What follows belongs to an exercise in optimizing a design on an open flow for small area, a short achievable clock period and few clock cycles; a production flow would make more cautious choices. The RTL was checked by simulation tests, not by an equivalence proof against the original design. Power and IR drop assume default switching activity.

## flow/design.v (module list and top-level ports; edited modules follow where they fit)
// module cle_xu: 358 lines
// module cle_xu_add: 51 lines
// module cle_xu_booth: 1666 lines
module cle_xu (
    input  wire        clk,
    input  wire        rst,           
    input  wire        in_valid,
    output reg         in_ready,
    input  wire [5:0]  in_op,
    input  wire [2:0]  in_sub,
    input  wire [4:0]  in_qs,         
    input  wire [31:0] in_a,
    input  wire [31:0] in_b,
    input  wire [31:0] in_c,
    output reg         out_valid,
    output reg  [31:0] out_result,
    output reg  [3:0]  out_flags,     
    output reg         out_pred
);
  // ...
==> flow/flow/run.sh <==
#!/bin/bash
set -uo pipefail
export SETUP_SLACK_MARGIN=25
bash standard.sh > standard_flow.log 2>&1
==> flow/standard.sh <==
#!/bin/bash
# synth_recipe.tcl (not shown) runs the flow's synth.tcl, then flattens the netlist and writes it again
# the make line also repeats each setting of config.mk as NAME=value (left out here)
make -C /OpenROAD-flow-scripts/flow DESIGN_CONFIG=/design/flow/config.mk WORK_HOME=/design/flow/orfs CLKGATE_MAP_FILE= SYNTH_SCRIPT=/design/flow/synth_recipe.tcl "${@:-finish}"
==> flow/config.mk <==
export PLATFORM = sky130hd
export DESIGN_NAME = cle_xu
export DESIGN_NICKNAME = cle_xu
export VERILOG_FILES = /design/flow/design.v
export SDC_FILE = /design/flow/constraint.sdc
export NUM_CORES = 4
export LEC_CHECK = 0
export ABC_AREA = 1
export CAP_MARGIN = 30
export CORE_MARGIN = 2
export CORE_UTILIZATION = 50
export SLEW_MARGIN = 30
==> flow/constraint.sdc <==
create_clock -name core_clock -period 32.0 [get_ports {clk}]
set_input_delay 6.4000 -clock core_clock [delete_from_list [all_inputs] [get_ports {clk}]]
set_output_delay 6.4000 -clock core_clock [all_outputs]
set_load 0.01 [all_outputs]
==> flow_summary.html, run 1 <==
<table>
<tr><th>Metric</th><th>Value</th></tr>
<tr><th colspan="2">Placement</th></tr>
<tr><td>Final GP Congestion</td><td>1.02</td></tr>
<tr><td>DP Wirelength</td><td>261 mm</td></tr>
<tr><td>Area after detailed placement</td><td>0.0929 mm2</td></tr>
<tr><th colspan="2">Layout</th></tr>
<tr><td>Top Registers</td><td>acc (288), opnd2 (74), x3 (72)</td></tr>
<tr><td>Post-Layout Cell Count</td><td>13970</td></tr>
<tr><td>Diodes inserted</td><td>7</td></tr>
<tr><th colspan="2">Yosys</th></tr>
<tr><td>Fraction of registers with async set or reset after synthesis</td><td>0%</td></tr>
<tr><td>Multiplexer fraction of the synthesized cell area</td><td>0.655%</td></tr>
<tr><td>Most instantiated library cell after synthesis</td><td>nand2_1</td></tr>
<tr><td>Share of the synthesized area in compound gates (AO/OA/AOI/OAI)</td><td>16.1%</td></tr>
<tr><td>Adder-cell share of the synthesized area</td><td>24.0%</td></tr>
<tr><td>#FFs+latches synth</td><td>901</td></tr>
<tr><td>Synth top area cells</td><td>fa_1, edfxtp_1, dfxtp_1</td></tr>
<tr><th colspan="2">Clock network</th></tr>
<tr><td>Total clock buffers created by CTS</td><td>99</td></tr>
<tr><th colspan="2">Power</th></tr>
<tr><td>Combinational power</td><td>4070 uW</td></tr>
<tr><td>Cell Pwr Density</td><td>67.1 mW/mm2</td></tr>
<tr><td>Dominant power group</td><td>combinational cells</td></tr>
<tr><td>Reported sequential group power</td><td>1460 uW</td></tr>
<tr><th colspan="2">Floorplan</th></tr>
<tr><td>Tapcell Cnt</td><td>2355</td></tr>
<tr><th colspan="2">Critical path</th></tr>
<tr><td>Required time of the worst setup path</td><td>25600 ps</td></tr>
<tr><td>Delay contributed by the slowest stage of the critical path</td><td>400 ps</td></tr>
<tr><td>R2R Setup Slk</td><td>24940 ps</td></tr>
<tr><td>Combined buffer and inverter count along the critical path</td><td>1</td></tr>
<tr><td>Number of cells on the worst reg-to-reg path</td><td>37</td></tr>
<tr><th colspan="2">Worst hold path</th></tr>
<tr><td>Hold Path Class</td><td>register to register</td></tr>
<tr><td>Instance count along the most critical hold path</td><td>0</td></tr>
<tr><th colspan="2">Drt</th></tr>
<tr><td>DRC errors left</td><td>0</td></tr>
<tr><td>Detailed-route via count</td><td>85391</td></tr>
<tr><td>Routed wirelength normalized by instance count</td><td>26.9 um</td></tr>
<tr><td>Post-route antenna net violation count</td><td>0</td></tr>
<tr><th colspan="2">Job</th></tr>
<tr><td>Max Cap Violations</td><td>0</td></tr>
<tr><th colspan="2">Run status</th></tr>
<tr><td>Result of the run</td><td>complete, no violations</td></tr>
<tr><th colspan="2">Global route</th></tr>
<tr><td>Busiest grt layer</td><td>met2</td></tr>
<tr><th colspan="2">Timing</th></tr>
<tr><td>Number of endpoints failing setup at the final stage</td><td>0</td></tr>
</table>
Testbench counts, summed over its fixed seeds: cycles 90,420.
==> run 2, diff against run 1 <==
==> flow/flow/run.sh (replaced) <==
#!/bin/bash
set -uo pipefail
export SETUP_SLACK_MARGIN=25
export BUFFER_PORTS_ARGS="-buffer_cell sky130_fd_sc_hd__buf_2"
bash standard.sh > standard_flow.log 2>&1
==> run 2 against run 1 <==
Net effect: synthesized cell count is the same; critical path depth is the same; global-route usage shrank 0.080 points; final cell count shrank 0.37%; sequential share of layout area grew 0.27 points; largest cell class unchanged; combinational power is essentially flat; still clean; hold slack gained 9.4 ps; clock skew grew 0.79 ps; synthesized area is the same; routed wire length shrank 0.11%; register-to-register slack gained 110 ps.
==> flow_summary.html, run 2 <==
<table>
<tr><th>Metric</th><th>Value</th></tr>
<tr><th colspan="2">Run status</th></tr>
<tr><td>Result of the run</td><td>complete, no violations (unchanged)</td></tr>
<tr><th colspan="2">Layout</th></tr>
<tr><td>Leading cell type in the layout, fill and taps excluded</td><td>nand2_1 (unchanged)</td></tr>
<tr><td>Top Registers</td><td>acc (288), opnd2 (74), x3 (72) (unchanged)</td></tr>
<tr><td>Register with the most flip-flops</td><td>acc (unchanged)</td></tr>
<tr><td>Signed area change from the synthesized netlist to the final layout</td><td>11.3% (was 12.6%)</td></tr>
<tr><td>Design Area, Final</td><td>0.0995 mm2 (was 0.101 mm2)</td></tr>
<tr><td>Most used cells in the layout excluding fill and tap cells</td><td>nand2_1, inv_1, nor2_1 (unchanged)</td></tr>
<tr><td>Share of cells above drive strength 1</td><td>10.9% (was 10.2%)</td></tr>
<tr><td>Utilization of the core after routing</td><td>55.9% (was 56.6%)</td></tr>
<tr><td>Final net count</td><td>12935 (was 12986)</td></tr>
<tr><td>Flip-flop count of the largest register, all copies and words added</td><td>288 (unchanged)</td></tr>
<tr><th colspan="2">Yosys</th></tr>
<tr><td>Sequential-to-total area share from yosys stat</td><td>24.7% (unchanged)</td></tr>
<tr><td>Most instantiated library cell after synthesis</td><td>nand2_1 (unchanged)</td></tr>
<tr><td>Cells after Synth</td><td>11561 (unchanged)</td></tr>
<tr><td>#FFs+latches synth</td><td>901 (unchanged)</td></tr>
<tr><td>Top FF cell, synth</td><td>dfxtp_1 (unchanged)</td></tr>
<tr><td>Net count after synthesis</td><td>13024 (unchanged)</td></tr>
<tr><td>Synth top area cells</td><td>fa_1, edfxtp_1, dfxtp_1 (unchanged)</td></tr>
<tr><td>Library cells used by synthesis</td><td>79 (unchanged)</td></tr>
<tr><td>Total number of yosys warnings</td><td>7 (unchanged)</td></tr>
<tr><td>Syn Area/Cell</td><td>7.74 um2 (unchanged)</td></tr>
<tr><td>EDFF count, synth</td><td>402 (unchanged)</td></tr>
<tr><td>Biggest area consumer among synthesized cells</td><td>fa_1 (unchanged)</td></tr>
<tr><td>Post-synth design cell area</td><td>0.0895 mm2 (unchanged)</td></tr>
<tr><td>Fraction of registers with async set or reset after synthesis</td><td>0% (unchanged)</td></tr>
<tr><td>Top cell type's share of synthesized area</td><td>13.8% (unchanged)</td></tr>
<tr><td>Most frequent cells after synthesis</td><td>nand2_1, inv_1, o21ai_0 (unchanged)</td></tr>
<tr><th colspan="2">Job</th></tr>
<tr><td>Max Cap Violations</td><td>0 (unchanged)</td></tr>
<tr><th colspan="2">Critical path</th></tr>
<tr><td>Combined buffer and inverter count along the critical path</td><td>1 (unchanged)</td></tr>
<tr><td>Cell family contributing the most delay on the critical path</td><td>flip-flops (unchanged)</td></tr>
<tr><td>Delay contributed by the slowest stage of the critical path</td><td>400 ps (about the same)</td></tr>
<tr><td>Slowest cell on the critical path</td><td>dfxtp_4 (unchanged)</td></tr>
<tr><td>Chain of cells forming the critical path</td><td>buf_6 (unchanged)</td></tr>
<tr><td>Arr. time, crit path</td><td>1270 ps (was 1300 ps)</td></tr>
<tr><td>Highest fanout seen on the critical path</td><td>1 (unchanged)</td></tr>
<tr><td>CP endpoint kind</td><td>output pin (unchanged)</td></tr>
<tr><td>Setup CP Type</td><td>register to output pin (unchanged)</td></tr>
<tr><td>Nature of the critical path startpoint</td><td>register (unchanged)</td></tr>
<tr><td>Required time of the worst setup path</td><td>25600 ps (about the same)</td></tr>
<tr><th colspan="2">Floorplan</th></tr>
<tr><td>Core outline area</td><td>0.178 mm2 (unchanged)</td></tr>
<tr><td>Total die area</td><td>0.182 mm2 (unchanged)</td></tr>
<tr><td>Count of pins on the block boundary</td><td>152 (unchanged)</td></tr>
<tr><td>Placement Rows</td><td>155 (unchanged)</td></tr>
<tr><td>Vertical die dimension</td><td>427 um (unchanged)</td></tr>
<tr><td>Die Span X</td><td>427 um (unchanged)</td></tr>
<tr><td>Initial core utilization</td><td>50.2% (unchanged)</td></tr>
<tr><th colspan="2">Drt</th></tr>
<tr><td>Post-route antenna net violation count</td><td>0 (unchanged)</td></tr>
<tr><td>Routed wirelength normalized by instance count</td><td>27.0 um (was 26.9 um)</td></tr>
<tr><td>Routed length on met3</td><td>41.4 mm (was 42.1 mm)</td></tr>
<tr><td>Detailed-route via count</td><td>85559 (was 85391)</td></tr>
<tr><td>Number of DRC violations after detailed-routing iteration 0</td><td>9336 (was 9821)</td></tr>
<tr><td>Top Layer Used</td><td>met5 (unchanged)</td></tr>
<tr><td>Sum of met2 wire segment lengths after detailed routing</td><td>162 mm (was 160 mm)</td></tr>
<tr><td>Ratio of routed vias to standard cells</td><td>6.15 (was 6.11)</td></tr>
<tr><td>1st-pass router iterations</td><td>7 (was 9)</td></tr>
<tr><td>Met1 WL</td><td>144 mm (was 145 mm)</td></tr>
<tr><td>DRC errors left</td><td>0 (unchanged)</td></tr>
<tr><td>Routed wire length</td><td>375 mm (was 376 mm)</td></tr>
<tr><th colspan="2">Clock network</th></tr>
<tr><td>TritonCTS clock tree</td><td>built (unchanged)</td></tr>
<tr><td>Clock-pin transition on the worst setup and hold timing paths</td><td>60 ps (about the same)</td></tr>
<tr><td>Buffer type at the clock tree root</td><td>clkbuf_16 (unchanged)</td></tr>
<tr><td>Total clock buffers created by CTS</td><td>99 (unchanged)</td></tr>
<tr><td>Total number of clock tree sinks</td><td>901 (unchanged)</td></tr>
<tr><td>H-tree lvl count</td><td>3 (unchanged)</td></tr>
<tr><td>CTS max path bufs</td><td>3 (unchanged)</td></tr>
<tr><td>Worst-Skew Late Latency</td><td>810 ps (about the same)</td></tr>
<tr><th colspan="2">Power</th></tr>
<tr><td>Cell Pwr Density</td><td>68.1 mW/mm2 (was 67.1 mW/mm2)</td></tr>
<tr><td>Maximum VDD drop</td><td>0.000178 V (was 0.000188 V)</td></tr>
<tr><td>Total Power</td><td>6780 uW (was 6760 uW)</td></tr>
<tr><td>Leakage dissipation</td><td>0.0461 uW (was 0.0467 uW)</td></tr>
<tr><th colspan="2">Global route</th></tr>
<tr><td>Global-route wire length before repair</td><td>543 mm (about the same)</td></tr>
<tr><td>Vias in the first global route</td><td>82976 (was 82754)</td></tr>
<tr><td>Pin count of the biggest net entering global routing</td><td>99 (was 91)</td></tr>
<tr><td>Total routing resource utilization after global routing</td><td>40.1% (was 40.2%)</td></tr>
<tr><td>Overflow after GRT</td><td>0 (unchanged)</td></tr>
<tr><td>Initial antenna violation count</td><td>14 (was 10)</td></tr>
<tr><th colspan="2">Timing</th></tr>
<tr><td>Pins Over Slew Limit</td><td>0 (unchanged)</td></tr>
<tr><td>Final critical path time including I/O delays and setup</td><td>7670 ps (was 7700 ps)</td></tr>
<tr><td>Max-slew headroom</td><td>25.8% (was 26.5%)</td></tr>
<tr><td>Worst Max-Slew Pin Slew</td><td>1110 ps (was 1090 ps)</td></tr>
<tr><td>Number of endpoints failing setup at the final stage</td><td>0 (unchanged)</td></tr>
<tr><td>RSZ-0062 raised after global routing</td><td>yes (unchanged)</td></tr>
<tr><td>Period utilisation layout</td><td>24.0% (was 24.1%)</td></tr>
<tr><td>Post-route worst hold slack</td><td>322 ps (was 312 ps)</td></tr>
<tr><td>Final hold violation count</td><td>0 (unchanged)</td></tr>
<tr><td>Worst Skew</td><td>85.0 ps (was 84.2 ps)</td></tr>
<tr><td>Total negative slack for setup checks</td><td>0 ps (unchanged)</td></tr>
<tr><td>Top achievable clock speed</td><td>130 MHz (about the same)</td></tr>
<tr><th colspan="2">Placement</th></tr>
<tr><td>Buffers added on ports</td><td>151 (unchanged)</td></tr>
<tr><td>DP Wirelength</td><td>262 mm (was 261 mm)</td></tr>
<tr><td>Final GP Congestion</td><td>1.04 (was 1.02)</td></tr>
<tr><td>Area after detailed placement</td><td>0.0920 mm2 (was 0.0929 mm2)</td></tr>
<tr><th colspan="2">Worst hold path</th></tr>
<tr><td>Hold Path Class</td><td>register to register (unchanged)</td></tr>
</table>
[run 2: cell counts after synthesis]
Identical to the previous run, type by type.
[run 2: routing by layer]
metal	global-route usage (%)	vias to the layer above
met1	50.4	40809
met2	61.6	5072
met3	10.5	1506
li1	-	38154
met4	24.2	18
met5	0.291	-
[run 2: final timing paths]
kind	slack [ps]	cells past startpoint	startpoint	endpoint
worst min register to register	320	0	k2[5]	k3[5]
worst max register to register	25050	19	b0[7]	s1[31]
worst max-delay path	24330	1	out_valid	out_valid
worst min-delay path	320	0	k2[5]	k3[5]
[run 2: cell type report]
| class | count | area (um2) |
|---|---|---|
| inverter | 1463 | 5600 |
| multi-input combinational | 8508 | 61100 |
| timing repair buffer | 497 | 4250 |
| clock buffer | 136 | 2780 |
| clock inverter | 48 | 684 |
| fill | 16913 | 78500 |
| tap | 2355 | 2950 |
| antenna | 9 | 22.5 |
| sequential | 901 | 22100 |
| timing repair inverter | 2 | 13.8 |
[run 2: kinds of logic (layout without fill, tap and decap cells)]
family                     Yosys count  in the layout  share of synthesized area, %
AOI/OAI and AO/OA                 2478           2478                          16.1
xor gates and xnor gates           785            785                          7.69
adders and majority gates         1350           1350                          24.0
buffers and inverters             2157           2146                          9.30
DFF                                901            901                          24.7
muxes                               58             58                         0.655
other                                0              9                             0
and+or+nand+nor                   3832           3837                          17.5
[run 2: through the flow]
stage / instances / worst slack [ps]
global route: 13910 / 24310
global placement: 13566 / 22640
finish: 13919 / 24330
CTS: 13820 / 24300
detailed placement: 13567 / 22960
floorplan: 11561 / 24860
[run 2: what timing repair did]
item | 4_1_cts | 5_1_grt
endpoints found under the setup margin | 464 | 443
gates cloned | 12 | 13
hold buffers | 0 | 0
pin swaps | 69 | 114
resized for setup | 386 | 348
setup buffers | 57 | 76
[run 2: report_power, final]
| part | leakage (uW) | switching (uW) | internal (uW) |
|---|---|---|---|
| clock | 0.00166 | 522 | 691 |
| combinational | 0.0363 | 2610 | 1490 |
| sequential | 0.00812 | 122 | 1340 |
| total | 0.0461 | 3260 | 3520 |
==> run 3, diff against run 2 <==
==> flow/flow/run.sh (replaced) <==
#!/bin/bash
set -uo pipefail
export SETUP_SLACK_MARGIN=24.4
export BUFFER_PORTS_ARGS="-buffer_cell sky130_fd_sc_hd__buf_2"
bash standard.sh > standard_flow.log 2>&1
==> run 3 against run 2 <==
Net effect: total power is 0.76% lower; global-route usage is 0.58 points lower; count of clock-buffer cells in the layout is 13 higher; non-clock buffer count is 104 lower; hold slack worse by 8.6 ps; via count is 1.3% lower; setup slack better by 64 ps; critical path type unchanged; largest cell class unchanged.
==> flow_summary.html, run 3 <==
<table>
<tr><th>Metric</th><th>Value</th></tr>
<tr><th colspan="2">Floorplan</th></tr>
<tr><td>Die Span X</td><td>427 um (unchanged)</td></tr>
<tr><td>Total die area</td><td>0.182 mm2 (unchanged)</td></tr>
<tr><td>Vertical die dimension</td><td>427 um (unchanged)</td></tr>
<tr><td>Initial core utilization</td><td>50.2% (unchanged)</td></tr>
<tr><td>Count of pins on the block boundary</td><td>152 (unchanged)</td></tr>
<tr><td>Core outline area</td><td>0.178 mm2 (unchanged)</td></tr>
<tr><td>Placement Rows</td><td>155 (unchanged)</td></tr>
<tr><th colspan="2">Layout</th></tr>
<tr><td>Leading cell type in the layout, fill and taps excluded</td><td>nand2_1 (unchanged)</td></tr>
<tr><td>Register with the most flip-flops</td><td>acc (unchanged)</td></tr>
<tr><td>Signed area change from the synthesized netlist to the final layout</td><td>8.63% (was 11.3%)</td></tr>
<tr><td>Utilization of the core after routing</td><td>54.6% (was 55.9%)</td></tr>
<tr><td>Final-layout fill cell count</td><td>17022 (was 16913)</td></tr>
<tr><td>Design Area, Final</td><td>0.0972 mm2 (was 0.0995 mm2)</td></tr>
<tr><td>Sequential Area</td><td>0.0221 mm2 (about the same)</td></tr>
<tr><td>Most used cells in the layout excluding fill and tap cells</td><td>nand2_1, inv_1, nor2_1 (unchanged)</td></tr>
<tr><td>Top Registers</td><td>acc (288), opnd2 (74), x3 (72) (unchanged)</td></tr>
<tr><td>Combined area of the multi-input logic cells</td><td>0.0597 mm2 (was 0.0611 mm2)</td></tr>
<tr><td>Share of cells above drive strength 1</td><td>7.88% (was 10.9%)</td></tr>
<tr><td>Flip-flop count of the largest register, all copies and words added</td><td>288 (unchanged)</td></tr>
<tr><td>Final net count</td><td>12832 (was 12935)</td></tr>
<tr><th colspan="2">Yosys</th></tr>
<tr><td>Syn Area/Cell</td><td>7.74 um2 (unchanged)</td></tr>
<tr><td>Most frequent cells after synthesis</td><td>nand2_1, inv_1, o21ai_0 (unchanged)</td></tr>
<tr><td>Total number of yosys warnings</td><td>7 (unchanged)</td></tr>
<tr><td>Top FF cell, synth</td><td>dfxtp_1 (unchanged)</td></tr>
<tr><td>Biggest area consumer among synthesized cells</td><td>fa_1 (unchanged)</td></tr>
<tr><td>Most instantiated library cell after synthesis</td><td>nand2_1 (unchanged)</td></tr>
<tr><td>Fraction of registers with async set or reset after synthesis</td><td>0% (unchanged)</td></tr>
<tr><td>#FFs+latches synth</td><td>901 (unchanged)</td></tr>
<tr><td>Cells after Synth</td><td>11561 (unchanged)</td></tr>
<tr><td>Library cells used by synthesis</td><td>79 (unchanged)</td></tr>
<tr><td>Post-synth design cell area</td><td>0.0895 mm2 (unchanged)</td></tr>
<tr><td>Synth top area cells</td><td>fa_1, edfxtp_1, dfxtp_1 (unchanged)</td></tr>
<tr><td>Sequential-to-total area share from yosys stat</td><td>24.7% (unchanged)</td></tr>
<tr><td>EDFF count, synth</td><td>402 (unchanged)</td></tr>
<tr><td>Net count after synthesis</td><td>13024 (unchanged)</td></tr>
<tr><td>Top cell type's share of synthesized area</td><td>13.8% (unchanged)</td></tr>
<tr><th colspan="2">Timing</th></tr>
<tr><td>Final critical path time including I/O delays and setup</td><td>7610 ps (was 7670 ps)</td></tr>
<tr><td>Pins Over Slew Limit</td><td>0 (unchanged)</td></tr>
<tr><td>Top achievable clock speed</td><td>131 MHz (was 130 MHz)</td></tr>
<tr><td>Max-slew headroom</td><td>22.5% (was 25.8%)</td></tr>
<tr><td>RSZ-0062 raised after global routing</td><td>yes (unchanged)</td></tr>
<tr><td>Final critical-path setup slack</td><td>24390 ps (was 24330 ps)</td></tr>
<tr><td>Period utilisation layout</td><td>23.8% (was 24.0%)</td></tr>
<tr><td>Total negative slack for setup checks</td><td>0 ps (unchanged)</td></tr>
<tr><td>Worst Max-Slew Pin Slew</td><td>1150 ps (was 1110 ps)</td></tr>
<tr><td>Number of endpoints failing setup at the final stage</td><td>0 (unchanged)</td></tr>
<tr><td>Worst Skew</td><td>57.7 ps (was 85.0 ps)</td></tr>
<tr><td>Final hold violation count</td><td>0 (unchanged)</td></tr>
<tr><th colspan="2">Power</th></tr>
<tr><td>Leakage dissipation</td><td>0.0453 uW (was 0.0461 uW)</td></tr>
<tr><td>Switching Fraction</td><td>47.6% (was 48.1%)</td></tr>
<tr><td>Switching Power</td><td>3200 uW (was 3260 uW)</td></tr>
<tr><td>Sequential share of power</td><td>21.7% (was 21.5%)</td></tr>
<tr><td>Cell Pwr Density</td><td>69.2 mW/mm2 (was 68.1 mW/mm2)</td></tr>
<tr><td>Maximum VDD drop</td><td>0.000216 V (was 0.000178 V)</td></tr>
<tr><td>Gate power share</td><td>59.6% (was 60.6%)</td></tr>
<tr><td>Total Power</td><td>6720 uW (was 6780 uW)</td></tr>
<tr><td>Clock share of power</td><td>18.7% (was 17.9%)</td></tr>
<tr><td>Cell Int Power</td><td>3520 uW (about the same)</td></tr>
<tr><th colspan="2">Clock network</th></tr>
<tr><td>Total clock buffers created by CTS</td><td>101 (was 99)</td></tr>
<tr><td>Worst-Skew Late Latency</td><td>800 ps (was 810 ps)</td></tr>
<tr><td>H-tree lvl count</td><td>3 (unchanged)</td></tr>
<tr><td>Buffer type at the clock tree root</td><td>clkbuf_16 (unchanged)</td></tr>
<tr><td>Total number of clock tree sinks</td><td>901 (unchanged)</td></tr>
<tr><td>Clock-pin transition on the worst setup and hold timing paths</td><td>70 ps (was 60 ps)</td></tr>
<tr><td>CTS max path bufs</td><td>3 (unchanged)</td></tr>
<tr><td>TritonCTS clock tree</td><td>built (unchanged)</td></tr>
<tr><th colspan="2">Critical path</th></tr>
<tr><td>CP endpoint kind</td><td>output pin (unchanged)</td></tr>
<tr><td>Required time of the worst setup path</td><td>25600 ps (about the same)</td></tr>
<tr><td>Arr. time, crit path</td><td>1210 ps (was 1270 ps)</td></tr>
<tr><td>Chain of cells forming the critical path</td><td>buf_6 (unchanged)</td></tr>
<tr><td>Highest fanout seen on the critical path</td><td>1 (unchanged)</td></tr>
<tr><td>Nature of the critical path startpoint</td><td>register (unchanged)</td></tr>
<tr><td>Delay contributed by the slowest stage of the critical path</td><td>320 ps (was 400 ps)</td></tr>
<tr><td>Combined buffer and inverter count along the critical path</td><td>1 (unchanged)</td></tr>
<tr><td>Slowest cell on the critical path</td><td>dfxtp_2 (was dfxtp_4)</td></tr>
<tr><td>Setup CP Type</td><td>register to output pin (unchanged)</td></tr>
<tr><td>Cell family contributing the most delay on the critical path</td><td>flip-flops (unchanged)</td></tr>
<tr><th colspan="2">Drt</th></tr>
<tr><td>Detailed-route via count</td><td>84405 (was 85559)</td></tr>
<tr><td>1st-pass router iterations</td><td>6 (was 7)</td></tr>
<tr><td>Ratio of routed vias to standard cells</td><td>6.11 (was 6.15)</td></tr>
<tr><td>DRC errors left</td><td>0 (unchanged)</td></tr>
<tr><td>Post-route antenna net violation count</td><td>0 (unchanged)</td></tr>
<tr><td>Routed wirelength normalized by instance count</td><td>26.7 um (was 27.0 um)</td></tr>
<tr><td>Routed wire length</td><td>369 mm (was 375 mm)</td></tr>
<tr><td>Number of DRC violations after detailed-routing iteration 0</td><td>9223 (was 9336)</td></tr>
<tr><th colspan="2">Worst hold path</th></tr>
<tr><td>Hold Path Class</td><td>register to register (unchanged)</td></tr>
<tr><th colspan="2">Global route</th></tr>
<tr><td>Initial antenna violation count</td><td>12 (was 14)</td></tr>
<tr><td>Global-route wire length before repair</td><td>535 mm (was 543 mm)</td></tr>
<tr><td>Total routing resource utilization after global routing</td><td>39.5% (was 40.1%)</td></tr>
<tr><td>Vias in the first global route</td><td>81753 (was 82976)</td></tr>
<tr><td>Pin count of the biggest net entering global routing</td><td>103 (was 99)</td></tr>
<tr><td>Overflow after GRT</td><td>0 (unchanged)</td></tr>
<tr><th colspan="2">Placement</th></tr>
<tr><td>Buffers added on ports</td><td>151 (unchanged)</td></tr>
<tr><td>Final GP Congestion</td><td>1.03 (was 1.04)</td></tr>
<tr><td>Area after detailed placement</td><td>0.0921 mm2 (was 0.0920 mm2)</td></tr>
<tr><td>Worst slack at placement</td><td>22690 ps (was 22960 ps)</td></tr>
<tr><td>DP Wirelength</td><td>263 mm (was 262 mm)</td></tr>
<tr><th colspan="2">Run status</th></tr>
<tr><td>Result of the run</td><td>complete, no violations (unchanged)</td></tr>
<tr><th colspan="2">Job</th></tr>
<tr><td>Max Cap Violations</td><td>0 (unchanged)</td></tr>
</table>
## run 3: cell counts after synthesis
No cell type changed its count.
## run 3: layout make-up
| class | count | area share [%] |
|---|---|---|
| Antenna cell | 1 | 0.00258 |
| Clock buffer | 149 | 3.22 |
| Inverter | 1463 | 5.70 |
| Timing Repair Buffer | 393 | 3.26 |
| Tap cell | 2355 | 3.03 |
| Sequential cell | 901 | 22.8 |
| Multi-Input combinational cell | 8508 | 61.5 |
| Timing Repair inverter | 1 | 0.00901 |
| Clock inverter | 42 | 0.543 |
## run 3: power by group through the flow
stage | Sequential (uW) | Clock (uW) | Combinational, uW
2_1_floorplan | 1420 | 0 | 2400
3_3_place_gp | 1470 | 0 | 3700
3_5_place_dp | 1470 | 0 | 3740
4_1_cts | 1450 | 1280 | 3770
5_1_grt | 1460 | 1310 | 4380
6_report | 1460 | 1260 | 4010
## run 3: timing repair
item | CTS | global route
pin swaps | 8 | 24
gates resized for setup | 111 | 194
hold buffers | 0 | 0
gates cloned | 3 | 9
hold endpoints to repair | 0 | 0
setup buffers | 11 | 21
endpoints found under the setup margin | 395 | 412
## run 3: stage by stage
| stage | instances | hold slack, ps |
|---|---|---|
| 2_1_floorplan | 11561 | 310 |
| 3_3_place_gp | 13572 | 310 |
| 3_5_place_dp | 13575 | 312 |
| 4_1_cts | 13780 | 311 |
| 5_1_grt | 13812 | 328 |
| 6_report | 13813 | 313 |
## run 3: kinds of logic (layout without fill, tap and decap cells)
logic type / Yosys count / in the layout / share of synthesized area, %
AND/OR/NAND/NOR: 3832 / 3837 / 17.5
AO/OA/AOI/OAI: 2478 / 2478 / 16.1
buffers and inverters: 2157 / 2048 / 9.30
multiplexers: 58 / 58 / 0.655
flip-flops: 901 / 901 / 24.7
other: 0 / 1 / 0
adder cells (fa/ha/maj): 1350 / 1350 / 24.0
XOR/XNOR: 785 / 785 / 7.69
## run 3: worst paths after layout
kind	from	end	slack (ps)	depth (start not counted)
worst min register to register	pred1	pred2	310	0
worst max register to register	op0[2]	dv_r[20]	24690	41
worst min-delay path	pred1	pred2	310	0
worst max-delay path	out_valid	out_valid	24390	1
## run 3: layer usage
layer	GRT usage, %	wire length, um	up-vias
li1	-	-	37895
met1	50.3	145000	40320
met2	61.2	161000	4739
met3	8.82	35900	1443
met4	23.8	27400	8
met5	0.212	53	-
==> run 4, diff against run 3 <==
--- a/flow/config.mk
+++ b/flow/config.mk
@@ -7,3 +7,2 @@
 export LEC_CHECK = 0
-export ABC_AREA = 1
 export CAP_MARGIN = 30
==> run 4 against run 3 <==
Net effect: global-route usage grew 2.7 points; setup slack worse by 200 ps; synthesized area is 1.0% higher; final area rose by 3.6%; sequential power about the same; clock skew rose by 2.2 ps; final cell count fell by 11%; total power increased by 7.9%; utilization is 1.3 points higher; non-clock buffer count is 171 higher.
==> flow_summary.html, run 4 <==
<table>
<tr><th>Metric</th><th>Value</th></tr>
<tr><th colspan="2">Run status</th></tr>
<tr><td>Result of the run</td><td>complete, no violations (unchanged)</td></tr>
<tr><th colspan="2">Yosys</th></tr>
<tr><td>Cells after Synth</td><td>9863 (was 11561)</td></tr>
<tr><td>Biggest area consumer among synthesized cells</td><td>fa_1 (unchanged)</td></tr>
<tr><td>Library cells used by synthesis</td><td>95 (was 79)</td></tr>
<tr><td>#FFs+latches synth</td><td>901 (unchanged)</td></tr>
<tr><td>EDFF count, synth</td><td>402 (unchanged)</td></tr>
<tr><td>Most instantiated library cell after synthesis</td><td>inv_1 (was nand2_1)</td></tr>
<tr><td>Fraction of registers with async set or reset after synthesis</td><td>0% (unchanged)</td></tr>
<tr><td>Top cell type's share of synthesized area</td><td>13.6% (was 13.8%)</td></tr>
<tr><td>Synth top area cells</td><td>fa_1, edfxtp_1, dfxtp_1 (unchanged)</td></tr>
<tr><td>Total number of yosys warnings</td><td>7 (unchanged)</td></tr>
<tr><td>Net count after synthesis</td><td>11326 (was 13024)</td></tr>
<tr><td>Syn Area/Cell</td><td>9.16 um2 (was 7.74 um2)</td></tr>
<tr><td>Top FF cell, synth</td><td>dfxtp_1 (unchanged)</td></tr>
<tr><td>Post-synth design cell area</td><td>0.0904 mm2 (was 0.0895 mm2)</td></tr>
<tr><td>Sequential-to-total area share from yosys stat</td><td>24.4% (was 24.7%)</td></tr>
<tr><td>Most frequent cells after synthesis</td><td>inv_1, nor2_1, ha_1 (was nand2_1, inv_1, o21ai_0)</td></tr>
<tr><th colspan="2">Layout</th></tr>
<tr><td>Register with the most flip-flops</td><td>acc (unchanged)</td></tr>
<tr><td>Share of cells above drive strength 1</td><td>13.4% (was 7.88%)</td></tr>
<tr><td>Top Registers</td><td>acc (288), opnd2 (74), x3 (72) (unchanged)</td></tr>
<tr><td>Flip-flop count of the largest register, all copies and words added</td><td>288 (unchanged)</td></tr>
<tr><td>Sequential Area</td><td>0.0222 mm2 (was 0.0221 mm2)</td></tr>
<tr><td>Design Area, Final</td><td>0.101 mm2 (was 0.0972 mm2)</td></tr>
<tr><td>Leading cell type in the layout, fill and taps excluded</td><td>inv_1 (was nand2_1)</td></tr>
<tr><td>Final-layout fill cell count</td><td>16253 (was 17022)</td></tr>
<tr><td>Utilization of the core after routing</td><td>55.9% (was 54.6%)</td></tr>
<tr><td>Signed area change from the synthesized netlist to the final layout</td><td>11.4% (was 8.63%)</td></tr>
<tr><td>Combined area of the multi-input logic cells</td><td>0.0640 mm2 (was 0.0597 mm2)</td></tr>
<tr><td>Most used cells in the layout excluding fill and tap cells</td><td>inv_1, nor2_1, ha_1 (was nand2_1, inv_1, nor2_1)</td></tr>
<tr><td>Final net count</td><td>11250 (was 12832)</td></tr>
<tr><th colspan="2">Floorplan</th></tr>
<tr><td>Count of pins on the block boundary</td><td>152 (unchanged)</td></tr>
<tr><td>Core outline area</td><td>0.180 mm2 (was 0.178 mm2)</td></tr>
<tr><td>Placement Rows</td><td>156 (was 155)</td></tr>
<tr><td>Initial core utilization</td><td>50.2% (about the same)</td></tr>
<tr><td>Die Span X</td><td>429 um (was 427 um)</td></tr>
<tr><td>Total die area</td><td>0.184 mm2 (was 0.182 mm2)</td></tr>
<tr><td>Vertical die dimension</td><td>429 um (was 427 um)</td></tr>
<tr><th colspan="2">Critical path</th></tr>
<tr><td>Number of cells on the worst reg-to-reg path</td><td>33 (was 41)</td></tr>
<tr><td>R2R Setup Slk</td><td>24200 ps (was 24690 ps)</td></tr>
<tr><td>Arr. time, crit path</td><td>8340 ps (was 1210 ps)</td></tr>
<tr><td>Nature of the critical path startpoint</td><td>register (unchanged)</td></tr>
<tr><td>Most frequent CP cell</td><td>o21ai_0</td></tr>
<tr><td>Startpoint of the most critical register-to-register path</td><td>op0[5] (was op0[2])</td></tr>
<tr><td>Delay contributed by the slowest stage of the critical path</td><td>810 ps (was 320 ps)</td></tr>
<tr><td>CP endpoint kind</td><td>register (was output pin)</td></tr>
<tr><td>Slowest cell on the critical path</td><td>xnor2_1 (was dfxtp_2)</td></tr>
<tr><td>Start point of the critical path</td><td>op0[5] (was out_valid)</td></tr>
<tr><td>Worst Setup EP</td><td>dv_r[3] (was out_valid)</td></tr>
<tr><td>Setup CP Type</td><td>register to register (was register to output pin)</td></tr>
<tr><td>Reg-to-Reg End</td><td>dv_r[3] (was dv_r[20])</td></tr>
<tr><td>Highest fanout seen on the critical path</td><td>9 (was 1)</td></tr>
<tr><td>Required time of the worst setup path</td><td>32540 ps (was 25600 ps)</td></tr>
<tr><th colspan="2">Global route</th></tr>
<tr><td>Vias in the first global route</td><td>78685 (was 81753)</td></tr>
<tr><td>Overflow after GRT</td><td>0 (unchanged)</td></tr>
<tr><td>Total routing resource utilization after global routing</td><td>42.2% (was 39.5%)</td></tr>
<tr><td>Global-route wire length before repair</td><td>567 mm (was 535 mm)</td></tr>
<tr><td>Initial antenna violation count</td><td>32 (was 12)</td></tr>
<tr><td>Pin count of the biggest net entering global routing</td><td>78 (was 103)</td></tr>
<tr><th colspan="2">Clock network</th></tr>
<tr><td>CTS max path bufs</td><td>3 (unchanged)</td></tr>
<tr><td>Total number of clock tree sinks</td><td>901 (unchanged)</td></tr>
<tr><td>Clock-pin transition on the worst setup and hold timing paths</td><td>60 ps (was 70 ps)</td></tr>
<tr><td>Total clock buffers created by CTS</td><td>104 (was 101)</td></tr>
<tr><td>H-tree lvl count</td><td>3 (unchanged)</td></tr>
<tr><td>Worst-Skew Late Latency</td><td>780 ps (was 800 ps)</td></tr>
<tr><td>TritonCTS clock tree</td><td>built (unchanged)</td></tr>
<tr><td>Hold Buf Count CTS</td><td>0 (unchanged)</td></tr>
<tr><td>Buffer type at the clock tree root</td><td>clkbuf_16 (unchanged)</td></tr>
<tr><th colspan="2">Timing</th></tr>
<tr><td>Worst Skew</td><td>59.9 ps (was 57.7 ps)</td></tr>
<tr><td>Number of endpoints failing setup at the final stage</td><td>0 (unchanged)</td></tr>
<tr><td>Period utilisation layout</td><td>24.4% (was 23.8%)</td></tr>
<tr><td>Pins Over Slew Limit</td><td>0 (unchanged)</td></tr>
<tr><td>Top achievable clock speed</td><td>128 MHz (was 131 MHz)</td></tr>
<tr><td>Final hold violation count</td><td>0 (unchanged)</td></tr>
<tr><td>RSZ-0062 raised after global routing</td><td>yes (unchanged)</td></tr>
<tr><td>Final critical path time including I/O delays and setup</td><td>7800 ps (was 7610 ps)</td></tr>
<tr><td>Total negative slack for setup checks</td><td>0 ps (unchanged)</td></tr>
<tr><td>Max-slew headroom</td><td>24.6% (was 22.5%)</td></tr>
<tr><td>Worst Max-Slew Pin Slew</td><td>1120 ps (was 1150 ps)</td></tr>
<tr><th colspan="2">Placement</th></tr>
<tr><td>Buffers added on ports</td><td>151 (unchanged)</td></tr>
<tr><td>Final GP Congestion</td><td>1.02 (was 1.03)</td></tr>
<tr><td>Area after detailed placement</td><td>0.0933 mm2 (was 0.0921 mm2)</td></tr>
<tr><td>DP Wirelength</td><td>285 mm (was 263 mm)</td></tr>
<tr><th colspan="2">Drt</th></tr>
<tr><td>Routed wire length</td><td>400 mm (was 369 mm)</td></tr>
<tr><td>Detailed-route via count</td><td>80965 (was 84405)</td></tr>
<tr><td>DRC errors left</td><td>0 (unchanged)</td></tr>
<tr><td>Ratio of routed vias to standard cells</td><td>6.61 (was 6.11)</td></tr>
<tr><td>1st-pass router iterations</td><td>10 (was 6)</td></tr>
<tr><td>Number of DRC violations after detailed-routing iteration 0</td><td>10293 (was 9223)</td></tr>
<tr><td>Post-route antenna net violation count</td><td>0 (unchanged)</td></tr>
<tr><td>Routed wirelength normalized by instance count</td><td>32.7 um (was 26.7 um)</td></tr>
<tr><th colspan="2">Power</th></tr>
<tr><td>Maximum VDD drop</td><td>0.000260 V (was 0.000216 V)</td></tr>
<tr><td>Cell Pwr Density</td><td>72.1 mW/mm2 (was 69.2 mW/mm2)</td></tr>
<tr><td>Leakage dissipation</td><td>0.0437 uW (was 0.0453 uW)</td></tr>
<tr><th colspan="2">Job</th></tr>
<tr><td>Max Cap Violations</td><td>0 (unchanged)</td></tr>
<tr><th colspan="2">Worst hold path</th></tr>
<tr><td>Hold Path Class</td><td>register to register (unchanged)</td></tr>
</table>
-- run 4: cell types whose count changed after synthesis, moves of 294 or more --
cell,change
xnor2_1,+496
a22oi_1,+418
mux2i_1,+332
o22ai_1,-478
inv_1,-568
nand3_1,-294
xor2_1,-480
nand2_1,-1666
o21ai_0,-298
-- run 4: cells by family (layout without fill, tap and decap cells) --
kind of cell,after synthesis,after routing,share of synthesized area [%]
buffers and inverters,1594,1600,6.78
AND/OR/NAND/NOR,2064,2071,10.4
flip-flops,901,901,24.4
multiplexers,578,578,8.06
adder cells (fa/ha/maj),1350,1350,23.8
XOR/XNOR,802,802,7.78
AO/OA/AOI/OAI,2574,2575,18.7
other,0,11,0
-- run 4: cell type report --
cell class	count	share of cell area, %
antenna	11	0.0273
clock buffer	143	3.00
clock inverter	53	0.526
inverter	840	3.16
multi-input combinational	7376	63.6
sequential	901	22.0
tap	2370	2.95
timing repair buffer	564	4.66
-- run 4: worst min-delay path by stage --
stage | cells after the start | slack [ps] | to | startpoint
after global placement | 0 | 310 | idx2[0] | idx1[0]
after global routing | 0 | 330 | pred3 | pred2
after detailed placement | 0 | 310 | idx2[1] | idx1[1]
final | 0 | 320 | k2[1] | k1[1]
after floorplan | 0 | 310 | accr2 | accr1
after CTS | 0 | 310 | k2[1] | k1[1]
-- run 4: critical path: cells and delay by family (launching register included) --
kind | cells | cell delay [ps]
DFF | 1 | 360
and+or+nand+nor | 11 | 2160
buffers and inverters | 3 | 490
muxes | 2 | 560
xor gates and xnor gates | 1 | 810
adders and majority gates | 3 | 1070
AOI/OAI and AO/OA | 13 | 2090
-- run 4: routing by layer --
metal  track usage [%]  wire length (um)
met2              61.9            168000
met1              54.4            154000
met4              27.4             31900
met3              11.9             46600
met5                 0               179
-- run 4: per-stage QoR --
step | cells | setup WS, ps | power (uW) | hold slack (ps)
finish | 12258 | 24200 | 7260 | 317
global route | 12248 | 24060 | 7490 | 328
CTS | 12167 | 24250 | 6930 | 310
detailed placement | 11870 | 21970 | 5650 | 312
global placement | 11866 | 22040 | 5600 | 311
floorplan | 9863 | 24420 | 3500 | 310
-- run 4: power by group --
part / switching [uW] / total [uW] / internal [uW]
clock: 556 / 1250 / 695
sequential: 125 / 1450 / 1320
combinational: 2970 / 4560 / 1590
total: 3650 / 7260 / 3600
-- run 4: repair_timing --
item / CTS / global route
gates cloned: 16 / 3
endpoints found under the hold margin: 0 / 0
pin swaps: 55 / 76
setup endpoints to repair: 472 / 448
buffers inserted: 85 / 75
gates resized for setup: 254 / 223
==> run 5, diff against run 4 <==
==> flow/flow/run.sh (replaced) <==
#!/bin/bash
set -uo pipefail
export SETUP_SLACK_MARGIN=24.55
export BUFFER_PORTS_ARGS="-buffer_cell sky130_fd_sc_hd__buf_2"
bash standard.sh > standard_flow.log 2>&1
--- a/flow/config.mk
+++ b/flow/config.mk
@@ -7,2 +7,3 @@
 export LEC_CHECK = 0
+export ABC_AREA = 1
 export CAP_MARGIN = 30
==> run 5 against run 4 <==
Net effect: final cell count grew 13%; routed wire length shrank 7.4%; synthesized area shrank 1.0%; setup slack gained 200 ps; sequential share of layout area grew 0.56 points; first-iteration DRC count shrank 12%; sequential power is essentially flat; via count grew 4.5%; largest cell class unchanged.
==> flow_summary.html, run 5 <==
<table>
<tr><th>Metric</th><th>Value</th></tr>
<tr><th colspan="2">Run status</th></tr>
<tr><td>Result of the run</td><td>complete, no violations (unchanged)</td></tr>
<tr><th colspan="2">Clock network</th></tr>
<tr><td>Buffer type at the clock tree root</td><td>clkbuf_16 (unchanged)</td></tr>
<tr><td>H-tree lvl count</td><td>3 (unchanged)</td></tr>
<tr><td>CTS max path bufs</td><td>3 (unchanged)</td></tr>
<tr><td>Clock-pin transition on the worst setup and hold timing paths</td><td>70 ps (was 60 ps)</td></tr>
<tr><td>Worst-Skew Late Latency</td><td>800 ps (was 780 ps)</td></tr>
<tr><td>Hold Buf Count CTS</td><td>0 (unchanged)</td></tr>
<tr><td>Total clock buffers created by CTS</td><td>101 (was 104)</td></tr>
<tr><td>TritonCTS clock tree</td><td>built (unchanged)</td></tr>
<tr><td>Total number of clock tree sinks</td><td>901 (unchanged)</td></tr>
<tr><th colspan="2">Drt</th></tr>
<tr><td>Routed wirelength normalized by instance count</td><td>26.8 um (was 32.7 um)</td></tr>
<tr><td>Post-route antenna net violation count</td><td>0 (unchanged)</td></tr>
<tr><td>1st-pass router iterations</td><td>9 (was 10)</td></tr>
<tr><td>Number of DRC violations after detailed-routing iteration 0</td><td>9072 (was 10293)</td></tr>
<tr><td>Routed wire length</td><td>371 mm (was 400 mm)</td></tr>
<tr><td>Detailed-route via count</td><td>84630 (was 80965)</td></tr>
<tr><td>DRC errors left</td><td>0 (unchanged)</td></tr>
<tr><td>Ratio of routed vias to standard cells</td><td>6.11 (was 6.61)</td></tr>
<tr><th colspan="2">Yosys</th></tr>
<tr><td>EDFF count, synth</td><td>402 (unchanged)</td></tr>
<tr><td>Top FF cell, synth</td><td>dfxtp_1 (unchanged)</td></tr>
<tr><td>Fraction of registers with async set or reset after synthesis</td><td>0% (unchanged)</td></tr>
<tr><td>Biggest area consumer among synthesized cells</td><td>fa_1 (unchanged)</td></tr>
<tr><td>Top cell type's share of synthesized area</td><td>13.8% (was 13.6%)</td></tr>
<tr><td>Most frequent cells after synthesis</td><td>nand2_1, inv_1, o21ai_0 (was inv_1, nor2_1, ha_1)</td></tr>
<tr><td>Library cells used by synthesis</td><td>79 (was 95)</td></tr>
<tr><td>Total number of yosys warnings</td><td>7 (unchanged)</td></tr>
<tr><td>Synth top area cells</td><td>fa_1, edfxtp_1, dfxtp_1 (unchanged)</td></tr>
<tr><td>Sequential-to-total area share from yosys stat</td><td>24.7% (was 24.4%)</td></tr>
<tr><td>Cells after Synth</td><td>11561 (was 9863)</td></tr>
<tr><td>Syn Area/Cell</td><td>7.74 um2 (was 9.16 um2)</td></tr>
<tr><td>#FFs+latches synth</td><td>901 (unchanged)</td></tr>
<tr><td>Post-synth design cell area</td><td>0.0895 mm2 (was 0.0904 mm2)</td></tr>
<tr><td>Net count after synthesis</td><td>13024 (was 11326)</td></tr>
<tr><td>Most instantiated library cell after synthesis</td><td>nand2_1 (was inv_1)</td></tr>
<tr><th colspan="2">Critical path</th></tr>
<tr><td>Arr. time, crit path</td><td>1200 ps (was 8340 ps)</td></tr>
<tr><td>Slowest cell on the critical path</td><td>dfxtp_2 (was xnor2_1)</td></tr>
<tr><td>CP endpoint kind</td><td>output pin (was register)</td></tr>
<tr><td>Setup CP Type</td><td>register to output pin (was register to register)</td></tr>
<tr><td>Nature of the critical path startpoint</td><td>register (unchanged)</td></tr>
<tr><td>Combined buffer and inverter count along the critical path</td><td>1 (was 3)</td></tr>
<tr><td>Highest fanout seen on the critical path</td><td>1 (was 9)</td></tr>
<tr><td>Required time of the worst setup path</td><td>25600 ps (was 32540 ps)</td></tr>
<tr><td>Cell family contributing the most delay on the critical path</td><td>flip-flops (was simple AND/OR/NAND/NOR gates)</td></tr>
<tr><td>Chain of cells forming the critical path</td><td>buf_6</td></tr>
<tr><td>Delay contributed by the slowest stage of the critical path</td><td>320 ps (was 810 ps)</td></tr>
<tr><th colspan="2">Timing</th></tr>
<tr><td>Worst Max-Slew Pin Slew</td><td>1150 ps (was 1120 ps)</td></tr>
<tr><td>Final critical path time including I/O delays and setup</td><td>7600 ps (was 7800 ps)</td></tr>
<tr><td>Final hold violation count</td><td>0 (unchanged)</td></tr>
<tr><td>Top achievable clock speed</td><td>132 MHz (was 128 MHz)</td></tr>
<tr><td>Number of endpoints failing setup at the final stage</td><td>0 (unchanged)</td></tr>
<tr><td>Max-slew headroom</td><td>22.8% (was 24.6%)</td></tr>
<tr><td>Pins Over Slew Limit</td><td>0 (unchanged)</td></tr>
<tr><td>Final critical-path setup slack</td><td>24400 ps (was 24200 ps)</td></tr>
<tr><td>RSZ-0062 raised after global routing</td><td>yes (unchanged)</td></tr>
<tr><td>Total negative slack for setup checks</td><td>0 ps (unchanged)</td></tr>
<tr><td>Worst Skew</td><td>54.8 ps (was 59.9 ps)</td></tr>
<tr><td>Period utilisation layout</td><td>23.8% (was 24.4%)</td></tr>
<tr><th colspan="2">Floorplan</th></tr>
<tr><td>Count of pins on the block boundary</td><td>152 (unchanged)</td></tr>
<tr><td>Vertical die dimension</td><td>427 um (was 429 um)</td></tr>
<tr><td>Placement Rows</td><td>155 (was 156)</td></tr>
<tr><td>Initial core utilization</td><td>50.2% (about the same)</td></tr>
<tr><td>Total die area</td><td>0.182 mm2 (was 0.184 mm2)</td></tr>
<tr><td>Core outline area</td><td>0.178 mm2 (was 0.180 mm2)</td></tr>
<tr><td>Die Span X</td><td>427 um (was 429 um)</td></tr>
<tr><th colspan="2">Layout</th></tr>
<tr><td>Final net count</td><td>12870 (was 11250)</td></tr>
<tr><td>Register with the most flip-flops</td><td>acc (unchanged)</td></tr>
<tr><td>Share of cells above drive strength 1</td><td>8.63% (was 13.4%)</td></tr>
<tr><td>Sequential Area</td><td>0.0221 mm2 (was 0.0222 mm2)</td></tr>
<tr><td>Signed area change from the synthesized netlist to the final layout</td><td>9.34% (was 11.4%)</td></tr>
<tr><td>Combined area of the multi-input logic cells</td><td>0.0599 mm2 (was 0.0640 mm2)</td></tr>
<tr><td>Most used cells in the layout excluding fill and tap cells</td><td>nand2_1, inv_1, nor2_1 (was inv_1, nor2_1, ha_1)</td></tr>
<tr><td>Final-layout fill cell count</td><td>16988 (was 16253)</td></tr>
<tr><td>Flip-flop count of the largest register, all copies and words added</td><td>288 (unchanged)</td></tr>
<tr><td>Leading cell type in the layout, fill and taps excluded</td><td>nand2_1 (was inv_1)</td></tr>
<tr><td>Top Registers</td><td>acc (288), opnd2 (74), x3 (72) (unchanged)</td></tr>
<tr><th colspan="2">Placement</th></tr>
<tr><td>Worst slack at placement</td><td>22690 ps (was 21970 ps)</td></tr>
<tr><td>Final GP Congestion</td><td>1.03 (was 1.02)</td></tr>
<tr><td>Buffers added on ports</td><td>151 (unchanged)</td></tr>
<tr><td>DP Wirelength</td><td>263 mm (was 285 mm)</td></tr>
<tr><th colspan="2">Global route</th></tr>
<tr><td>Pin count of the biggest net entering global routing</td><td>103 (was 78)</td></tr>
<tr><td>Initial antenna violation count</td><td>12 (was 32)</td></tr>
<tr><td>Total routing resource utilization after global routing</td><td>39.6% (was 42.2%)</td></tr>
<tr><td>Overflow after GRT</td><td>0 (unchanged)</td></tr>
<tr><td>Global-route wire length before repair</td><td>536 mm (was 567 mm)</td></tr>
<tr><td>Vias in the first global route</td><td>81777 (was 78685)</td></tr>
<tr><th colspan="2">Power</th></tr>
<tr><td>Cell Pwr Density</td><td>68.7 mW/mm2 (was 72.1 mW/mm2)</td></tr>
<tr><td>Maximum VDD drop</td><td>0.000196 V (was 0.000260 V)</td></tr>
<tr><td>Leakage dissipation</td><td>0.0456 uW (was 0.0437 uW)</td></tr>
<tr><th colspan="2">Worst hold path</th></tr>
<tr><td>Hold Path Class</td><td>register to register (unchanged)</td></tr>
<tr><th colspan="2">Job</th></tr>
<tr><td>Max Cap Violations</td><td>0 (unchanged)</td></tr>
</table>
==> run 5: changes by cell type after synthesis, sizes merged, moves of 132 or more <==
| cell | before | now |
|---|---|---|
| a21o | 241 | 51 |
| mux2i | 386 | 54 |
| o21ai | 622 | 1013 |
| o22ai | 73 | 551 |
| and2 | 147 | 7 |
| xnor2 | 621 | 124 |
| nand3 | 137 | 434 |
| inv | 834 | 1416 |
| nand2 | 551 | 2230 |
| a22oi | 499 | 81 |
| xor2 | 181 | 661 |
| nor2 | 783 | 915 |
==> run 5: per-stage QoR <==
stage               hold slack [ps]  cell area, um2  cells  util, %  power [uW]
detailed placement              312           92100  13575     51.7        5210
global placement                310           92000  13572     51.7        5170
floorplan                       310           89500  11561        -        3820
finish                          311           97800  13857     54.9        6720
global route                    328           97800  13850     54.9        7160
CTS                             311           96400  13787     54.2        6500
==> run 5: timing repair <==
action,CTS,global route
gates cloned,6,11
gates resized for setup,143,259
endpoints found under the setup margin,395,446
buffers inserted,15,50
pin swaps,11,45
hold endpoints to repair,0,0
==> run 5: report_power, final <==
part | switching, uW | internal (uW)
sequential | 121 | 1340
clock | 536 | 721
combinational | 2530 | 1470
==> run 5: final timing paths <==
kind / from / endpoint / slack [ps] / depth (start not counted)
setup / recovery: out_valid / out_valid / 24400 / 1
hold / removal: pred1 / pred2 / 310 / 0
setup reg to reg: b0[1] / s1[47] / 24720 / 32
hold reg to reg: pred1 / pred2 / 310 / 0
==> run 5: final cells by class <==
cell class	count	share of cell area [%]
Tap cell	2355	3.01
Clock buffer	149	3.20
Inverter	1463	5.69
Clock inverter	42	0.540
Multi-Input combinational cell	8509	61.3
Timing Repair Buffer	430	3.65
Antenna cell	7	0.0179
Sequential cell	901	22.6
Timing Repair inverter	1	0.00895
==> run 5: kinds of logic after synthesis <==
| kind of cell | Yosys count | share of synthesized area, % |
|---|---|---|
| adders and majority gates | 1350 | 24.0 |
| xor gates and xnor gates | 785 | 7.69 |
| DFF | 901 | 24.7 |
| buffers and inverters | 2157 | 9.30 |
| and+or+nand+nor | 3832 | 17.5 |
| muxes | 58 | 0.655 |
| AOI/OAI and AO/OA | 2478 | 16.1 |
==> run 5: metal layers <==
| layer | up-vias | share of wire, % | track usage (%) |
|---|---|---|---|
| li1 | 38005 | - | - |
| met3 | 1475 | 10 | 8.88 |
| met4 | 9 | 7.6 | 23.9 |
| met1 | 40329 | 39 | 50.5 |
| met5 | - | 0.019 | 0.212 |
| met2 | 4812 | 43 | 61.2 |
==> run 6, diff against run 5 <==
==> flow/flow/run.sh (replaced) <==
#!/bin/bash
set -uo pipefail
export SETUP_SLACK_MARGIN=24.25
export BUFFER_PORTS_ARGS="-buffer_cell sky130_fd_sc_hd__buf_2"
bash standard.sh > standard_flow.log 2>&1
==> run 6 against run 5 <==
Net effect: setup slack worse by 100 ps; final cell count down 0.32%; die area stayed put; sequential power is essentially flat; clock power hardly changed; flip-flop and latch count unchanged; global-route usage down 0.50 points; final area down 1.1%; sequential share of layout area is 0.22 points higher; maximum frequency is 1.3% lower; non-clock buffer count down 40; critical path type unchanged.
==> flow_summary.html, run 6 <==
<table>
<tr><th>Metric</th><th>Value</th></tr>
<tr><th colspan="2">Layout</th></tr>
<tr><td>Final-layout fill cell count</td><td>17179 (was 16988)</td></tr>
<tr><td>Final net count</td><td>12829 (was 12870)</td></tr>
<tr><td>Leading cell type in the layout, fill and taps excluded</td><td>nand2_1 (unchanged)</td></tr>
<tr><td>Signed area change from the synthesized netlist to the final layout</td><td>8.13% (was 9.34%)</td></tr>
<tr><td>Flip-flop count of the largest register, all copies and words added</td><td>288 (unchanged)</td></tr>
<tr><td>Register with the most flip-flops</td><td>acc (unchanged)</td></tr>
<tr><td>Share of cells above drive strength 1</td><td>7.43% (was 8.63%)</td></tr>
<tr><td>Top Registers</td><td>acc (288), opnd2 (74), x3 (72) (unchanged)</td></tr>
<tr><td>Most used cells in the layout excluding fill and tap cells</td><td>nand2_1, inv_1, nor2_1 (unchanged)</td></tr>
<tr><th colspan="2">Yosys</th></tr>
<tr><td>XOR/XNOR Fraction of Synth Area</td><td>7.69% (unchanged)</td></tr>
<tr><td>Adder-cell share of the synthesized area</td><td>24.0% (unchanged)</td></tr>
<tr><td>Share of the synthesized area in compound gates (AO/OA/AOI/OAI)</td><td>16.1% (unchanged)</td></tr>
<tr><td>Total number of yosys warnings</td><td>7 (unchanged)</td></tr>
<tr><td>Most frequent cells after synthesis</td><td>nand2_1, inv_1, o21ai_0 (unchanged)</td></tr>
<tr><td>Synth top area cells</td><td>fa_1, edfxtp_1, dfxtp_1 (unchanged)</td></tr>
<tr><td>Top cell type's share of synthesized area</td><td>13.8% (unchanged)</td></tr>
<tr><td>Post-synthesis share of cell area spent on and, or, nand and nor gates</td><td>17.5% (unchanged)</td></tr>
<tr><td>Dominant combinational cell family by area after synthesis</td><td>adder cells (unchanged)</td></tr>
<tr><td>Net count after synthesis</td><td>13024 (unchanged)</td></tr>
<tr><td>Syn Area/Cell</td><td>7.74 um2 (unchanged)</td></tr>
<tr><td>Post-synth design cell area</td><td>0.0895 mm2 (unchanged)</td></tr>
<tr><td>Top FF cell, synth</td><td>dfxtp_1 (unchanged)</td></tr>
<tr><td>Multiplexer fraction of the synthesized cell area</td><td>0.655% (unchanged)</td></tr>
<tr><td>EDFF count, synth</td><td>402 (unchanged)</td></tr>
<tr><td>#FFs+latches synth</td><td>901 (unchanged)</td></tr>
<tr><td>Most instantiated library cell after synthesis</td><td>nand2_1 (unchanged)</td></tr>
<tr><td>Fraction of registers with async set or reset after synthesis</td><td>0% (unchanged)</td></tr>
<tr><td>Cells after Synth</td><td>11561 (unchanged)</td></tr>
<tr><td>Biggest area consumer among synthesized cells</td><td>fa_1 (unchanged)</td></tr>
<tr><td>Sequential-to-total area share from yosys stat</td><td>24.7% (unchanged)</td></tr>
<tr><td>Library cells used by synthesis</td><td>79 (unchanged)</td></tr>
<tr><th colspan="2">Timing</th></tr>
<tr><td>Top achievable clock speed</td><td>130 MHz (was 132 MHz)</td></tr>
<tr><td>Max-slew headroom</td><td>18.9% (was 22.8%)</td></tr>
<tr><td>Period utilisation layout</td><td>24.1% (was 23.8%)</td></tr>
<tr><td>Number of endpoints failing setup at the final stage</td><td>0 (unchanged)</td></tr>
<tr><td>Pins Over Slew Limit</td><td>0 (unchanged)</td></tr>
<tr><td>Worst Max-Slew Pin Slew</td><td>1200 ps (was 1150 ps)</td></tr>
<tr><td>RSZ-0062 raised after global routing</td><td>yes (unchanged)</td></tr>
<tr><td>Final hold violation count</td><td>0 (unchanged)</td></tr>
<tr><td>Final critical path time including I/O delays and setup</td><td>7710 ps (was 7600 ps)</td></tr>
<tr><td>Worst Skew</td><td>77.0 ps (was 54.8 ps)</td></tr>
<tr><td>Total negative slack for setup checks</td><td>0 ps (unchanged)</td></tr>
<tr><th colspan="2">Critical path</th></tr>
<tr><td>Required time of the worst setup path</td><td>25600 ps (about the same)</td></tr>
<tr><td>Slowest cell on the critical path</td><td>dfxtp_4 (was dfxtp_2)</td></tr>
<tr><td>Highest fanout seen on the critical path</td><td>1 (unchanged)</td></tr>
<tr><td>Number of cells on the worst reg-to-reg path</td><td>35 (was 32)</td></tr>
<tr><td>Nature of the critical path startpoint</td><td>register (unchanged)</td></tr>
<tr><td>Arr. time, crit path</td><td>1310 ps (was 1200 ps)</td></tr>
<tr><td>Startpoint of the most critical register-to-register path</td><td>dv_d[22] (was b0[1])</td></tr>
<tr><td>Delay contributed by the slowest stage of the critical path</td><td>390 ps (was 320 ps)</td></tr>
<tr><td>Combined buffer and inverter count along the critical path</td><td>1 (unchanged)</td></tr>
<tr><td>CP endpoint kind</td><td>output pin (unchanged)</td></tr>
<tr><td>Cell family contributing the most delay on the critical path</td><td>flip-flops (unchanged)</td></tr>
<tr><td>Chain of cells forming the critical path</td><td>buf_2 (was buf_6)</td></tr>
<tr><td>Setup CP Type</td><td>register to output pin (unchanged)</td></tr>
<tr><td>Reg-to-Reg End</td><td>dv_r[17] (was s1[47])</td></tr>
<tr><td>R2R Setup Slk</td><td>24580 ps (was 24720 ps)</td></tr>
<tr><th colspan="2">Drt</th></tr>
<tr><td>Ratio of routed vias to standard cells</td><td>6.07 (was 6.11)</td></tr>
<tr><td>Detailed-route via count</td><td>83843 (was 84630)</td></tr>
<tr><td>Post-route antenna net violation count</td><td>0 (unchanged)</td></tr>
<tr><td>Routed wire length</td><td>364 mm (was 371 mm)</td></tr>
<tr><td>DRC errors left</td><td>0 (unchanged)</td></tr>
<tr><td>Routed wirelength normalized by instance count</td><td>26.4 um (was 26.8 um)</td></tr>
<tr><td>1st-pass router iterations</td><td>9 (unchanged)</td></tr>
<tr><td>Number of DRC violations after detailed-routing iteration 0</td><td>9442 (was 9072)</td></tr>
<tr><th colspan="2">Global route</th></tr>
<tr><td>Vias in the first global route</td><td>81259 (was 81777)</td></tr>
<tr><td>Initial antenna violation count</td><td>13 (was 12)</td></tr>
<tr><td>Overflow after GRT</td><td>0 (unchanged)</td></tr>
<tr><td>Global-route wire length before repair</td><td>530 mm (was 536 mm)</td></tr>
<tr><td>Pin count of the biggest net entering global routing</td><td>99 (was 103)</td></tr>
<tr><td>Total routing resource utilization after global routing</td><td>39.1% (was 39.6%)</td></tr>
<tr><th colspan="2">Clock network</th></tr>
<tr><td>Total number of clock tree sinks</td><td>901 (unchanged)</td></tr>
<tr><td>Total clock buffers created by CTS</td><td>101 (unchanged)</td></tr>
<tr><td>Clock-pin transition on the worst setup and hold timing paths</td><td>60 ps (was 70 ps)</td></tr>
<tr><td>TritonCTS clock tree</td><td>built (unchanged)</td></tr>
<tr><td>CTS max path bufs</td><td>3 (unchanged)</td></tr>
<tr><td>H-tree lvl count</td><td>3 (unchanged)</td></tr>
<tr><td>Worst-Skew Late Latency</td><td>810 ps (was 800 ps)</td></tr>
<tr><td>Buffer type at the clock tree root</td><td>clkbuf_16 (unchanged)</td></tr>
<tr><th colspan="2">Floorplan</th></tr>
<tr><td>Placement Rows</td><td>155 (unchanged)</td></tr>
<tr><td>Die Span X</td><td>427 um (unchanged)</td></tr>
<tr><td>Vertical die dimension</td><td>427 um (unchanged)</td></tr>
<tr><td>Count of pins on the block boundary</td><td>152 (unchanged)</td></tr>
<tr><td>Core outline area</td><td>0.178 mm2 (unchanged)</td></tr>
<tr><td>Initial core utilization</td><td>50.2% (unchanged)</td></tr>
<tr><td>Total die area</td><td>0.182 mm2 (unchanged)</td></tr>
<tr><th colspan="2">Power</th></tr>
<tr><td>Cell Pwr Density</td><td>69.1 mW/mm2 (was 68.7 mW/mm2)</td></tr>
<tr><td>Maximum VDD drop</td><td>0.000174 V (was 0.000196 V)</td></tr>
<tr><td>Leakage dissipation</td><td>0.0451 uW (was 0.0456 uW)</td></tr>
<tr><td>Total Power</td><td>6680 uW (was 6720 uW)</td></tr>
<tr><th colspan="2">Run status</th></tr>
<tr><td>Result of the run</td><td>complete, no violations (unchanged)</td></tr>
<tr><th colspan="2">Worst hold path</th></tr>
<tr><td>Worst-case hold path end point</td><td>accr3 (was pred2)</td></tr>
<tr><td>Instance count along the most critical hold path</td><td>0 (unchanged)</td></tr>
<tr><td>Worst hold start</td><td>accr2 (was pred1)</td></tr>
<tr><td>Hold Path Class</td><td>register to register (unchanged)</td></tr>
<tr><th colspan="2">Placement</th></tr>
<tr><td>Buffers added on ports</td><td>151 (unchanged)</td></tr>
<tr><td>DP Wirelength</td><td>262 mm (was 263 mm)</td></tr>
<tr><td>Final GP Congestion</td><td>1.02 (was 1.03)</td></tr>
<tr><th colspan="2">Job</th></tr>
<tr><td>Max Cap Violations</td><td>0 (unchanged)</td></tr>
</table>
## run 6: cell counts after synthesis
Identical to the previous run, type by type.
## run 6: report_power, final
group / total [uW] / internal, uW / switching, uW
Sequential: 1470 / 1340 / 129
Clock: 1240 / 720 / 525
Combinational: 3970 / 1450 / 2520
## run 6: repair_timing
item | 4_1_cts | 5_1_grt
endpoints found under the setup margin | 358 | 324
cloned | 1 | 8
gates resized for setup | 79 | 140
buffers inserted | 10 | 22
pin swaps | 9 | 25
hold buffers | 0 | 0
endpoints found under the hold margin | 0 | 0
## run 6: cells by family (layout without fill, tap and decap cells)
logic type               count (synthesis)  after routing
buffers and inverters                 2157           2040
multiplexers                            58             58
XOR/XNOR                               785            785
AO/OA/AOI/OAI                         2478           2478
AND/OR/NAND/NOR                       3832           3838
other                                    0              8
adder cells (fa/ha/maj)               1350           1350
flip-flops                             901            901
## run 6: final cells by class
type	count	area, um2	area share [%]
clock inverter	57	827	0.855
multi-input combinational	8509	59700	61.7
inverter	1463	5560	5.74
sequential	901	22100	22.8
antenna	8	20.0	0.0207
tap	2355	2950	3.05
clock buffer	130	2750	2.84
timing repair buffer	390	2830	2.92
## run 6: worst max path at each step
stage	from	to	slack (ps)	depth (start not counted)
finish	out_valid	out_valid	24290	1
detailed placement	op0[1]	v1	22620	46
CTS	out_valid	out_valid	24250	1
floorplan	b0[31]	dv_r[2]	24260	43
global route	op0[4]	dv_r[25]	24230	43
global placement	op0[1]	dv_r[0]	22430	47
## run 6: through the flow
stage / instance area [um2] / hold WS [ps] / std cells / worst slack (ps) / utilization (%)
final: 96700 / 300 / 13813 / 24290 / 54.3
after global routing: 96700 / 320 / 13805 / 24230 / 54.3
after CTS: 96000 / 310 / 13773 / 24250 / 53.9
after detailed placement: 92100 / 312 / 13575 / 22620 / 51.7
after global placement: 92000 / 311 / 13573 / 22430 / 51.7
after floorplan: 89500 / 310 / 11561 / 24260 / -
## run 6: routing by layer
layer | track usage [%] | wire length [um] | vias to the layer above
met5 | 0 | 42 | -
met4 | 23.3 | 26000 | 6
met3 | 9.48 | 38200 | 1326
met2 | 60.9 | 159000 | 4615
met1 | 49.1 | 141000 | 40034
li1 | - | - | 37862

re-timing with driven ports:
Ports are ideal in the flow. The routed layouts listed here were re-timed in OpenROAD.
Step 1 sets driving cells, clkbuf_16 on the clock port and buf_2 on the other inputs (assumed; they add their load-dependent delay and slew).
Step 2, shift: input delay + t, output delay - t, t = (earliest + latest rising clock arrival at the registers) / 2. This alone moves slack from input paths to output paths.
Slacks: no drivers / after step 1 / after step 2; pairs: no drivers / after step 1.
run | t, ns | setup slack, ns | clock arrival spread, ns | slew at the worst register clock pin (ns) | cell pins on the clock port's net
run 1 | 0.857 | 24.301 / 24.209 / 24.261 | 0.088 / 0.089 | 0.07 / 0.07 | 1
run 2 | 0.859 | 24.328 / 24.234 / 24.561 | 0.087 / 0.087 | 0.07 / 0.07 | 1
run 3 | 0.873 | 24.392 / 24.291 / 24.537 | 0.059 / 0.059 | 0.07 / 0.07 | 1
run 4 | 0.849 | 24.197 / 24.197 / 24.197 | 0.063 / 0.063 | 0.08 / 0.08 | 1
run 5 | 0.865 | 24.397 / 24.297 / 24.548 | 0.067 / 0.068 | 0.07 / 0.07 | 1
run 6 | 0.868 | 24.295 / 24.197 / 24.582 | 0.080 / 0.080 | 0.07 / 0.07 | 1
After both steps every run listed still meets setup and hold. For run 1, which loses most, drivers alone change the setup slack by -0.092 ns; drivers and shift together by -0.040 ns.
